From an optimization exercise on the open Yosys and OpenROAD flow, aimed at small area, a short achievable clock period and few clock cycles per item; shortcuts taken in it are not production practice.
No functional check of the RTL was part of this run.
Power is estimated from default activity; no workload was simulated.

===== design/flow/config.mk =====
export PLATFORM = sky130hd
export DESIGN_NAME = rs_word_decoder
export DESIGN_NICKNAME = rs_word_decoder
export VERILOG_FILES = /design/flow/design.v
export SDC_FILE = /design/flow/constraint.sdc
export NUM_CORES = 4
export LEC_CHECK = 0
export CAP_MARGIN = 20
export CORE_MARGIN = 2
export CORE_UTILIZATION = 40
export PLACE_DENSITY = 0.6
export SLEW_MARGIN = 20

===== design/flow/design.v =====
module rs_word_decoder (
  input              clk,
  input              rst,
  input              in_valid,
  output             in_ready,
  input      [303:0] in_word,
  output             out_valid,
  input              out_ready,
  output     [303:0] out_word,
  output     [1:0]   out_nerr,
  output             out_uncorrectable
);
  localparam [2:0] S_IDLE  = 3'd0,
                   S_SYND  = 3'd1,
                   S_BM    = 3'd2,
                   S_OMEGA = 3'd3,
                   S_CHIEN = 3'd4,
                   S_DONE  = 3'd5;
  function automatic [7:0] gf_mul(input [7:0] a, input [7:0] b);
    reg [7:0] p;
    reg [7:0] aa;
    integer i;
    begin
      p  = 8'h00;
      aa = a;
      for (i = 0; i < 8; i = i + 1) begin
        if (b[i]) p = p ^ aa;
        aa = {aa[6:0], 1'b0} ^ (aa[7] ? 8'h1D : 8'h00);
      end
      gf_mul = p;
    end
  endfunction
  function automatic [7:0] gf_inv(input [7:0] a);
    begin
      case (a)
        8'h00: gf_inv = 8'h00;
        8'h01: gf_inv = 8'h01;
        8'h02: gf_inv = 8'h8E;
        8'h03: gf_inv = 8'hF4;
        8'h04: gf_inv = 8'h47;
        8'h05: gf_inv = 8'hA7;
        8'h06: gf_inv = 8'h7A;
        8'h07: gf_inv = 8'hBA;
        8'h08: gf_inv = 8'hAD;
        8'h09: gf_inv = 8'h9D;
        8'h0A: gf_inv = 8'hDD;
        8'h0B: gf_inv = 8'h98;
        8'h0C: gf_inv = 8'h3D;
        8'h0D: gf_inv = 8'hAA;
        8'h0E: gf_inv = 8'h5D;
        8'h0F: gf_inv = 8'h96;
        8'h10: gf_inv = 8'hD8;
        8'h11: gf_inv = 8'h72;
        8'h12: gf_inv = 8'hC0;
        8'h13: gf_inv = 8'h58;
        8'h14: gf_inv = 8'hE0;
        8'h15: gf_inv = 8'h3E;
        8'h16: gf_inv = 8'h4C;
        8'h17: gf_inv = 8'h66;
        8'h18: gf_inv = 8'h90;
        8'h19: gf_inv = 8'hDE;
        8'h1A: gf_inv = 8'h55;
        8'h1B: gf_inv = 8'h80;
        8'h1C: gf_inv = 8'hA0;
        8'h1D: gf_inv = 8'h83;
        8'h1E: gf_inv = 8'h4B;
        8'h1F: gf_inv = 8'h2A;
        8'h20: gf_inv = 8'h6C;
        8'h21: gf_inv = 8'hED;
        8'h22: gf_inv = 8'h39;
        8'h23: gf_inv = 8'h51;
        8'h24: gf_inv = 8'h60;
        8'h25: gf_inv = 8'h56;
        8'h26: gf_inv = 8'h2C;
        8'h27: gf_inv = 8'h8A;
        8'h28: gf_inv = 8'h70;
        8'h29: gf_inv = 8'hD0;
        8'h2A: gf_inv = 8'h1F;
        8'h2B: gf_inv = 8'h4A;
        8'h2C: gf_inv = 8'h26;
        8'h2D: gf_inv = 8'h8B;
        8'h2E: gf_inv = 8'h33;
        8'h2F: gf_inv = 8'h6E;
        8'h30: gf_inv = 8'h48;
        8'h31: gf_inv = 8'h89;
        8'h32: gf_inv = 8'h6F;
        8'h33: gf_inv = 8'h2E;
        8'h34: gf_inv = 8'hA4;
        8'h35: gf_inv = 8'hC3;
        8'h36: gf_inv = 8'h40;
        8'h37: gf_inv = 8'h5E;
        8'h38: gf_inv = 8'h50;
        8'h39: gf_inv = 8'h22;
        8'h3A: gf_inv = 8'hCF;
        8'h3B: gf_inv = 8'hA9;
        8'h3C: gf_inv = 8'hAB;
        8'h3D: gf_inv = 8'h0C;
        8'h3E: gf_inv = 8'h15;
        8'h3F: gf_inv = 8'hE1;
        8'h40: gf_inv = 8'h36;
        8'h41: gf_inv = 8'h5F;
        8'h42: gf_inv = 8'hF8;
        8'h43: gf_inv = 8'hD5;
        8'h44: gf_inv = 8'h92;
        8'h45: gf_inv = 8'h4E;
        8'h46: gf_inv = 8'hA6;
        8'h47: gf_inv = 8'h04;
        8'h48: gf_inv = 8'h30;
        8'h49: gf_inv = 8'h88;
        8'h4A: gf_inv = 8'h2B;
        8'h4B: gf_inv = 8'h1E;
        8'h4C: gf_inv = 8'h16;
        8'h4D: gf_inv = 8'h67;
        8'h4E: gf_inv = 8'h45;
        8'h4F: gf_inv = 8'h93;
        8'h50: gf_inv = 8'h38;
        8'h51: gf_inv = 8'h23;
        8'h52: gf_inv = 8'h68;
        8'h53: gf_inv = 8'h8C;
        8'h54: gf_inv = 8'h81;
        8'h55: gf_inv = 8'h1A;
        8'h56: gf_inv = 8'h25;
        8'h57: gf_inv = 8'h61;
        8'h58: gf_inv = 8'h13;
        8'h59: gf_inv = 8'hC1;
        8'h5A: gf_inv = 8'hCB;
        8'h5B: gf_inv = 8'h63;
        8'h5C: gf_inv = 8'h97;
        8'h5D: gf_inv = 8'h0E;
        8'h5E: gf_inv = 8'h37;
        8'h5F: gf_inv = 8'h41;
        8'h60: gf_inv = 8'h24;
        8'h61: gf_inv = 8'h57;
        8'h62: gf_inv = 8'hCA;
        8'h63: gf_inv = 8'h5B;
        8'h64: gf_inv = 8'hB9;
        8'h65: gf_inv = 8'hC4;
        8'h66: gf_inv = 8'h17;
        8'h67: gf_inv = 8'h4D;
        8'h68: gf_inv = 8'h52;
        8'h69: gf_inv = 8'h8D;
        8'h6A: gf_inv = 8'hEF;
        8'h6B: gf_inv = 8'hB3;
        8'h6C: gf_inv = 8'h20;
        8'h6D: gf_inv = 8'hEC;
        8'h6E: gf_inv = 8'h2F;
        8'h6F: gf_inv = 8'h32;
        8'h70: gf_inv = 8'h28;
        8'h71: gf_inv = 8'hD1;
        8'h72: gf_inv = 8'h11;
        8'h73: gf_inv = 8'hD9;
        8'h74: gf_inv = 8'hE9;
        8'h75: gf_inv = 8'hFB;
        8'h76: gf_inv = 8'hDA;
        8'h77: gf_inv = 8'h79;
        8'h78: gf_inv = 8'hDB;
        8'h79: gf_inv = 8'h77;
        8'h7A: gf_inv = 8'h06;
        8'h7B: gf_inv = 8'hBB;
        8'h7C: gf_inv = 8'h84;
        8'h7D: gf_inv = 8'hCD;
        8'h7E: gf_inv = 8'hFE;
        8'h7F: gf_inv = 8'hFC;
        8'h80: gf_inv = 8'h1B;
        8'h81: gf_inv = 8'h54;
        8'h82: gf_inv = 8'hA1;
        8'h83: gf_inv = 8'h1D;
        8'h84: gf_inv = 8'h7C;
        8'h85: gf_inv = 8'hCC;
        8'h86: gf_inv = 8'hE4;
        8'h87: gf_inv = 8'hB0;
        8'h88: gf_inv = 8'h49;
        8'h89: gf_inv = 8'h31;
        8'h8A: gf_inv = 8'h27;
        8'h8B: gf_inv = 8'h2D;
        8'h8C: gf_inv = 8'h53;
        8'h8D: gf_inv = 8'h69;
        8'h8E: gf_inv = 8'h02;
        8'h8F: gf_inv = 8'hF5;
        8'h90: gf_inv = 8'h18;
        8'h91: gf_inv = 8'hDF;
        8'h92: gf_inv = 8'h44;
        8'h93: gf_inv = 8'h4F;
        8'h94: gf_inv = 8'h9B;
        8'h95: gf_inv = 8'hBC;
        8'h96: gf_inv = 8'h0F;
        8'h97: gf_inv = 8'h5C;
        8'h98: gf_inv = 8'h0B;
        8'h99: gf_inv = 8'hDC;
        8'h9A: gf_inv = 8'hBD;
        8'h9B: gf_inv = 8'h94;
        8'h9C: gf_inv = 8'hAC;
        8'h9D: gf_inv = 8'h09;
        8'h9E: gf_inv = 8'hC7;
        8'h9F: gf_inv = 8'hA2;
        8'hA0: gf_inv = 8'h1C;
        8'hA1: gf_inv = 8'h82;
        8'hA2: gf_inv = 8'h9F;
        8'hA3: gf_inv = 8'hC6;
        8'hA4: gf_inv = 8'h34;
        8'hA5: gf_inv = 8'hC2;
        8'hA6: gf_inv = 8'h46;
        8'hA7: gf_inv = 8'h05;
        8'hA8: gf_inv = 8'hCE;
        8'hA9: gf_inv = 8'h3B;
        8'hAA: gf_inv = 8'h0D;
        8'hAB: gf_inv = 8'h3C;
        8'hAC: gf_inv = 8'h9C;
        8'hAD: gf_inv = 8'h08;
        8'hAE: gf_inv = 8'hBE;
        8'hAF: gf_inv = 8'hB7;
        8'hB0: gf_inv = 8'h87;
        8'hB1: gf_inv = 8'hE5;
        8'hB2: gf_inv = 8'hEE;
        8'hB3: gf_inv = 8'h6B;
        8'hB4: gf_inv = 8'hEB;
        8'hB5: gf_inv = 8'hF2;
        8'hB6: gf_inv = 8'hBF;
        8'hB7: gf_inv = 8'hAF;
        8'hB8: gf_inv = 8'hC5;
        8'hB9: gf_inv = 8'h64;
        8'hBA: gf_inv = 8'h07;
        8'hBB: gf_inv = 8'h7B;
        8'hBC: gf_inv = 8'h95;
        8'hBD: gf_inv = 8'h9A;
        8'hBE: gf_inv = 8'hAE;
        8'hBF: gf_inv = 8'hB6;
        8'hC0: gf_inv = 8'h12;
        8'hC1: gf_inv = 8'h59;
        8'hC2: gf_inv = 8'hA5;
        8'hC3: gf_inv = 8'h35;
        8'hC4: gf_inv = 8'h65;
        8'hC5: gf_inv = 8'hB8;
        8'hC6: gf_inv = 8'hA3;
        8'hC7: gf_inv = 8'h9E;
        8'hC8: gf_inv = 8'hD2;
        8'hC9: gf_inv = 8'hF7;
        8'hCA: gf_inv = 8'h62;
        8'hCB: gf_inv = 8'h5A;
        8'hCC: gf_inv = 8'h85;
        8'hCD: gf_inv = 8'h7D;
        8'hCE: gf_inv = 8'hA8;
        8'hCF: gf_inv = 8'h3A;
        8'hD0: gf_inv = 8'h29;
        8'hD1: gf_inv = 8'h71;
        8'hD2: gf_inv = 8'hC8;
        8'hD3: gf_inv = 8'hF6;
        8'hD4: gf_inv = 8'hF9;
        8'hD5: gf_inv = 8'h43;
        8'hD6: gf_inv = 8'hD7;
        8'hD7: gf_inv = 8'hD6;
        8'hD8: gf_inv = 8'h10;
        8'hD9: gf_inv = 8'h73;
        8'hDA: gf_inv = 8'h76;
        8'hDB: gf_inv = 8'h78;
        8'hDC: gf_inv = 8'h99;
        8'hDD: gf_inv = 8'h0A;
        8'hDE: gf_inv = 8'h19;
        8'hDF: gf_inv = 8'h91;
        8'hE0: gf_inv = 8'h14;
        8'hE1: gf_inv = 8'h3F;
        8'hE2: gf_inv = 8'hE6;
        8'hE3: gf_inv = 8'hF0;
        8'hE4: gf_inv = 8'h86;
        8'hE5: gf_inv = 8'hB1;
        8'hE6: gf_inv = 8'hE2;
        8'hE7: gf_inv = 8'hF1;
        8'hE8: gf_inv = 8'hFA;
        8'hE9: gf_inv = 8'h74;
        8'hEA: gf_inv = 8'hF3;
        8'hEB: gf_inv = 8'hB4;
        8'hEC: gf_inv = 8'h6D;
        8'hED: gf_inv = 8'h21;
        8'hEE: gf_inv = 8'hB2;
        8'hEF: gf_inv = 8'h6A;
        8'hF0: gf_inv = 8'hE3;
        8'hF1: gf_inv = 8'hE7;
        8'hF2: gf_inv = 8'hB5;
        8'hF3: gf_inv = 8'hEA;
        8'hF4: gf_inv = 8'h03;
        8'hF5: gf_inv = 8'h8F;
        8'hF6: gf_inv = 8'hD3;
        8'hF7: gf_inv = 8'hC9;
        8'hF8: gf_inv = 8'h42;
        8'hF9: gf_inv = 8'hD4;
        8'hFA: gf_inv = 8'hE8;
        8'hFB: gf_inv = 8'h75;
        8'hFC: gf_inv = 8'h7F;
        8'hFD: gf_inv = 8'hFF;
        8'hFE: gf_inv = 8'h7E;
        8'hFF: gf_inv = 8'hFD;
        default: gf_inv = 8'h00;
      endcase
    end
  endfunction
  reg [2:0]   state;
  reg [5:0]   k;           
  reg [2:0]   r;           
  reg [303:0] rx;          
  reg [303:0] cw;          
  reg [7:0]   syn   [0:5];
  reg [7:0]   lam   [0:3];  
  reg [7:0]   bpol  [0:3];  
  reg [7:0]   gam;
  reg [2:0]   nlen;        
  reg [7:0]   lterm [0:3];  
  reg [7:0]   oterm [0:2];  
  reg [5:0]   nroots;
  integer j;
  wire [7:0] rx_sym = rx[8*k +: 8];
  reg [7:0] disc;
  reg [7:0] lam_next [0:3];
  always @* begin
    disc = 8'h00;
    for (j = 0; j < 4; j = j + 1)
      if ({29'd0, r} >= j) disc = disc ^ gf_mul(lam[j], syn[{29'd0, r} - j]);
    for (j = 0; j < 4; j = j + 1)
      lam_next[j] = gf_mul(gam, lam[j]) ^ ((j == 0) ? 8'h00 : gf_mul(disc, bpol[j - 1]));
  end
  reg [7:0] omega [0:2];
  always @* begin
    omega[0] = gf_mul(lam[0], syn[0]);
    omega[1] = gf_mul(lam[0], syn[1]) ^ gf_mul(lam[1], syn[0]);
    omega[2] = gf_mul(lam[0], syn[2]) ^ gf_mul(lam[1], syn[1]) ^ gf_mul(lam[2], syn[0]);
  end
  wire [7:0] lam_val = lterm[0] ^ lterm[1] ^ lterm[2] ^ lterm[3];
  wire [7:0] odd_val = lterm[1] ^ lterm[3];
  wire [7:0] om_val  = oterm[0] ^ oterm[1] ^ oterm[2];
  wire [7:0] err_val = gf_mul(om_val, gf_inv(odd_val));
  wire       is_root = (lam_val == 8'h00);
  wire uncorrectable = (nlen > 3'd3) || (nroots != {3'b000, nlen});
  assign in_ready          = (state == S_IDLE);
  assign out_valid         = (state == S_DONE);
  assign out_word          = uncorrectable ? rx : cw;
  assign out_nerr          = uncorrectable ? 2'd0 : nlen[1:0];
  assign out_uncorrectable = uncorrectable;
  always @(posedge clk) begin
    if (rst) begin
      state <= S_IDLE;
    end else begin
      case (state)
        S_IDLE: begin
          if (in_valid) begin
            rx <= in_word;
            cw <= in_word;
            for (j = 0; j < 6; j = j + 1) syn[j] <= 8'h00;
            k     <= 6'd0;
            state <= S_SYND;
          end
        end
        S_SYND: begin
          syn[0] <= syn[0] ^ rx_sym;
          syn[1] <= gf_mul(syn[1], 8'h02) ^ rx_sym;
          syn[2] <= gf_mul(syn[2], 8'h04) ^ rx_sym;
          syn[3] <= gf_mul(syn[3], 8'h08) ^ rx_sym;
          syn[4] <= gf_mul(syn[4], 8'h10) ^ rx_sym;
          syn[5] <= gf_mul(syn[5], 8'h20) ^ rx_sym;
          if (k == 6'd37) begin
            lam[0]  <= 8'h01;
            bpol[0] <= 8'h01;
            for (j = 1; j < 4; j = j + 1) begin
              lam[j]  <= 8'h00;
              bpol[j] <= 8'h00;
            end
            gam   <= 8'h01;
            nlen  <= 3'd0;
            r     <= 3'd0;
            state <= S_BM;
          end else begin
            k <= k + 6'd1;
          end
        end
        S_BM: begin
          for (j = 0; j < 4; j = j + 1) lam[j] <= lam_next[j];
          if (disc != 8'h00 && {nlen, 1'b0} <= {1'b0, r}) begin
            for (j = 0; j < 4; j = j + 1) bpol[j] <= lam[j];
            nlen <= r + 3'd1 - nlen;
            gam  <= disc;
          end else begin
            bpol[0] <= 8'h00;
            for (j = 1; j < 4; j = j + 1) bpol[j] <= bpol[j - 1];
          end
          r <= r + 3'd1;
          if (r == 3'd5) state <= S_OMEGA;
        end
        S_OMEGA: begin
          lterm[0] <= lam[0];
          lterm[1] <= gf_mul(lam[1], 8'h2B);
          lterm[2] <= gf_mul(lam[2], 8'h31);
          lterm[3] <= gf_mul(lam[3], 8'hA8);
          oterm[0] <= omega[0];
          oterm[1] <= gf_mul(omega[1], 8'h2B);
          oterm[2] <= gf_mul(omega[2], 8'h31);
          nroots <= 6'd0;
          k      <= 6'd0;
          state  <= S_CHIEN;
        end
        S_CHIEN: begin
          if (is_root) begin
            cw[8*k +: 8] <= rx_sym ^ err_val;
            nroots       <= nroots + 6'd1;
          end
          lterm[1] <= gf_mul(lterm[1], 8'h02);
          lterm[2] <= gf_mul(lterm[2], 8'h04);
          lterm[3] <= gf_mul(lterm[3], 8'h08);
          oterm[1] <= gf_mul(oterm[1], 8'h02);
          oterm[2] <= gf_mul(oterm[2], 8'h04);
          if (k == 6'd37) state <= S_DONE;
          else            k <= k + 6'd1;
        end
        S_DONE: begin
          if (out_ready) state <= S_IDLE;
        end
        default: state <= S_IDLE;
      endcase
    end
  end
endmodule

===== design/flow/run.sh =====
#!/bin/bash
# synth_recipe.tcl (not shown) runs the flow's synth.tcl, then flattens the netlist and writes it again
# the make line also repeats each setting of config.mk as NAME=value (left out here)
make -C /OpenROAD-flow-scripts/flow DESIGN_CONFIG=/design/flow/config.mk WORK_HOME=/design/flow/orfs CLKGATE_MAP_FILE= SYNTH_SCRIPT=/design/flow/synth_recipe.tcl finish

===== design/flow/constraint.sdc =====
create_clock -name core_clock -period 8.0 [get_ports {clk}]
set_input_delay 1.6000 -clock core_clock [delete_from_list [all_inputs] [get_ports {clk}]]
set_output_delay 1.6000 -clock core_clock [all_outputs]
set_load 0.01 [all_outputs]

==> reports/metrics.yaml <==
logic_synthesis:
  netlist_area_sq_um: 64200
  yosysSeqAreaShare_pct: 37.2
  synth-seq-cells: 797
  ys.flop_type: "edfxtp_1"
  yosysWarnings: 8
  syn-num-nets: 7411
  synth.avg_cell_area_sq_um: 9.09
  syn_inst: 7069
  synth-edff-count: 794
  ys_types: 109
  async_reset_ff_share_pct: 0
placement:
  dp_hpwl_um: 203000
  io_buffer_count: 616
  place_area_sq_um: 72600
  dp.cells: 9375
  gp_routability_congestion: 1.00
routing:
  ant_nets: 0
  drc: 0
  viasPerCell: 5.99
  avgRoutedWirePerCell_um: 29.6
  routed_wl_um: 284000
  drt-pass1-iter-count: 8
  first_iter_violations: 7912
  num_vias: 57500
clock_network:
  path_clk_slew_ns: 0.07
  post_cts_resized: 0
  postCtsSetupBuffers: 0
  clock_latency_ns: 0.78
  clock_path_buffers: 3
  cts_sinks: 797
  cts_root_buffer: "clkbuf_16"
  cts_buffers: 97
  cts_hold_buf: 0
  h-tree-depth: 3
  tritoncts: "built"
sta:
  period_needed_ns: 6.78
  setup_viol: 0
  fmax_ghz: 0.147
  fin_crit_sh_pct: 84.8
  final_hold_viol_count: 0
  slew_viol_final: 0
  skew_ns: 0.127
  slew_headroom_pct: 9.42
  fin_setup_tns_ns: 0
  grt_setup_unrepaired: "no"
  tightest_slew_ns: 1.35
global_routing:
  antenna_found_initial: 56
  grt_max_degree: 183
  met2_usage_pct: 51.6
  grtUsageMet3_pct: 8.39
  grt_pass1_wl_um: 398000
  met1_usage_pct: 43.8
  grt-ovfl-total: 0
  track_usage_pct: 33.3
  grt_pass1_vias: 52900
  gr-max-usage-layer: "met2"
cells_and_area:
  layout.nets: 7730
  drive_gt1_share_pct: 11.4
  multi_input_area_sq_um: 38000
  layoutNonFillerInstCount: 9591
  postLayoutCoreUtil_pct: 47.4
  nFillCells: 15100
  final_area_sq_um: 75800
  syn_to_final_growth_pct: 18.1
  seq_area_sq_um: 23900
status:
  outcome: "no timing/DRC/antenna violations"
worst_setup_path:
  cp-start-kind: "register"
  cp_max_fo: 23
  worst_ep_required_time_ns: 8.45
  path_class: "reg2reg"
  critPathCaptureType: "register"
  worst-endpoint-arrival_ns: 7.23
die:
  die_w_um: 405
  ios: 617
  start_util_pct: 40.1
  num_rows: 147
  core_area_sq_um: 160000
  die_area_sq_um: 164000
  die_y_um: 405
power:
  powerDensity_nw_per_um2: 247
  leakage_nw: 27.2
  vdd_drop_max_v: 0.000387
job:
  max_cap_violations: 0
min_path:
  hold_class: "reg2reg"
-- per-stage QoR --
stage | setup slack, ns | power [mW] | hold WS [ns]
4_1_cts | 1.35 | 18.7 | 0.570
3_3_place_gp | 1.44 | 14.2 | 0.546
3_5_place_dp | 1.35 | 14.2 | 0.556
5_1_grt | 0.833 | 19.5 | 0.612
6_report | 1.22 | 18.7 | 0.569
2_1_floorplan | -3.91 | 12.0 | 0.421
-- cell type report --
cell class                 count  share of cell area [%]
clock inverter                54                   0.807
clock buffer                 124                    3.36
antenna                       38                   0.125
timing repair buffer         822                    10.4
inverter                      63                   0.313
multi-input combinational   5607                    50.1
tap                         2086                    3.44
sequential                   797                    31.5
-- logic make-up after synthesis --
group,Yosys count,share of synthesized area (%)
simple gates,2331,14.9
compound gates,1453,13.8
xor+xnor,1296,19.5
flops,797,37.2
buf+inv,665,4.20
mux,493,9.78
fa+ha+maj,34,0.674
-- registers in the layout (all words and copies together), names as in the netlist --
signal / cells
bpol: 24
rx: 304
state: 3
lterm: 32
cw: 304
oterm: 24
lam: 32
nroots: 6
r: 3
nlen: 3
gam: 8
k: 6
syn: 48
-- worst max-delay path: stages (launching register included) --
cell and delay (ns):
edfxtp_1 0.51, ha_1 0.27, ha_1 0.79, o21ba_2 0.33, o221ai_1 0.61, nand3b_1 0.16, xor2_1 0.19, xnor3_1 0.42
xnor3_1 0.29, nand2_1 0.07, xnor2_1 0.35, xnor3_2 0.52, buf_4 0.32, nor3_1 0.08, a311o_1 0.38, nor2_1 0.41
inv_1 0.16, a21oi_1 0.37, buf_4 0.24
-- layout by cell type (no fill, tap or decap), types with 56 or more instances in the layout --
cell,instances
a21oi_1,542
a22oi_1,67
buf_4,195
clkbuf_16,97
clkdlybuf4s50_1,616
edfxtp_1,794
inv_1,58
mux2_2,330
mux2i_1,85
mux4_2,74
nand2_1,1252
nor2_1,726
nor3_1,56
o211ai_1,66
o21ai_0,422
xnor2_1,914
xnor3_1,58
xor2_1,272
-- routing by layer --
metal | routed length (um) | part of all wire (%)
met5 | 184 | 0.065
met3 | 32000 | 11
met4 | 13300 | 4.7
met2 | 128000 | 45
met1 | 111000 | 39
-- where the power goes --
group,internal [mW],switching (mW)
combinational,4.36,4.70
clock,2.50,1.98
sequential,4.97,0.231
total,11.8,6.90
-- worst paths after layout --
| kind | start | endpoint | slack, ns | cells after the start |
|---|---|---|---|---|
| setup reg to reg | r[0]$_SDFFCE_PP0P_ | gam[0]$_SDFFCE_PP1P_ | 1.22 | 18 |
| hold / removal | oterm[1][6]$_DFFE_PP_ | oterm[1][7]$_DFFE_PP_ | 0.57 | 2 |
| setup / recovery | r[0]$_SDFFCE_PP0P_ | gam[0]$_SDFFCE_PP1P_ | 1.22 | 18 |
| hold reg to reg | oterm[1][6]$_DFFE_PP_ | oterm[1][7]$_DFFE_PP_ | 0.57 | 2 |
-- Yosys cell counts, drive strengths merged, types with 12 or more instances --
library cell	number	area [sq um]
nand2	1254	4710
xnor2	946	8460
edfxtp	794	23800
nor2	729	2740
a21oi	548	2760
clkbuf	433	1630
o21ai	433	2170
mux2	333	3750
xor2	284	2540
buf	169	832
mux2i	86	865
mux4	74	1670
a22oi	68	515
o211ai	66	495
xnor3	64	1450
inv	59	221
nor3	56	280
nand3	51	255
a211oi	46	368
and2	41	259
nand2b	40	250
ha	33	413
or3	30	193
o22ai	27	189
o221ai	25	219
a221oi	24	229
nand3b	24	180
a211o	21	184
nor2b	21	131
a31oi	20	131
o211a	17	170
and3	16	100
a22o	15	133
or2	15	93.8
nor3b	13	97.6
o21bai	12	90.1

==> what the ideal ports hide <==
How much do the figures lean on ideal ports? The routed layout below was timed once more, with nothing changed but the port constraints.
Step 1 (the two cells are an assumption about what drives the block):
set clk [get_ports {clk}]
set_driving_cell -lib_cell sky130_fd_sc_hd__clkbuf_16 $clk
set_driving_cell -lib_cell sky130_fd_sc_hd__buf_2 [delete_from_list [all_inputs] $clk]
Step 2 also shifts input and output timing later by t, the mid clock arrival at the registers, as if the neighbouring blocks saw the same clock.
Slacks: ideal / step 1 / step 2; pairs: ideal / step 1.
t (ns): 0.798
setup WS [ns]: 1.217 / 1.217 / 1.217
clock arrival spread, ns: 0.127 / 0.127
After both steps setup and hold are still met in this run. The setup slack of this run moves by 0.000 ns with the drivers and by 0.000 ns with both steps.
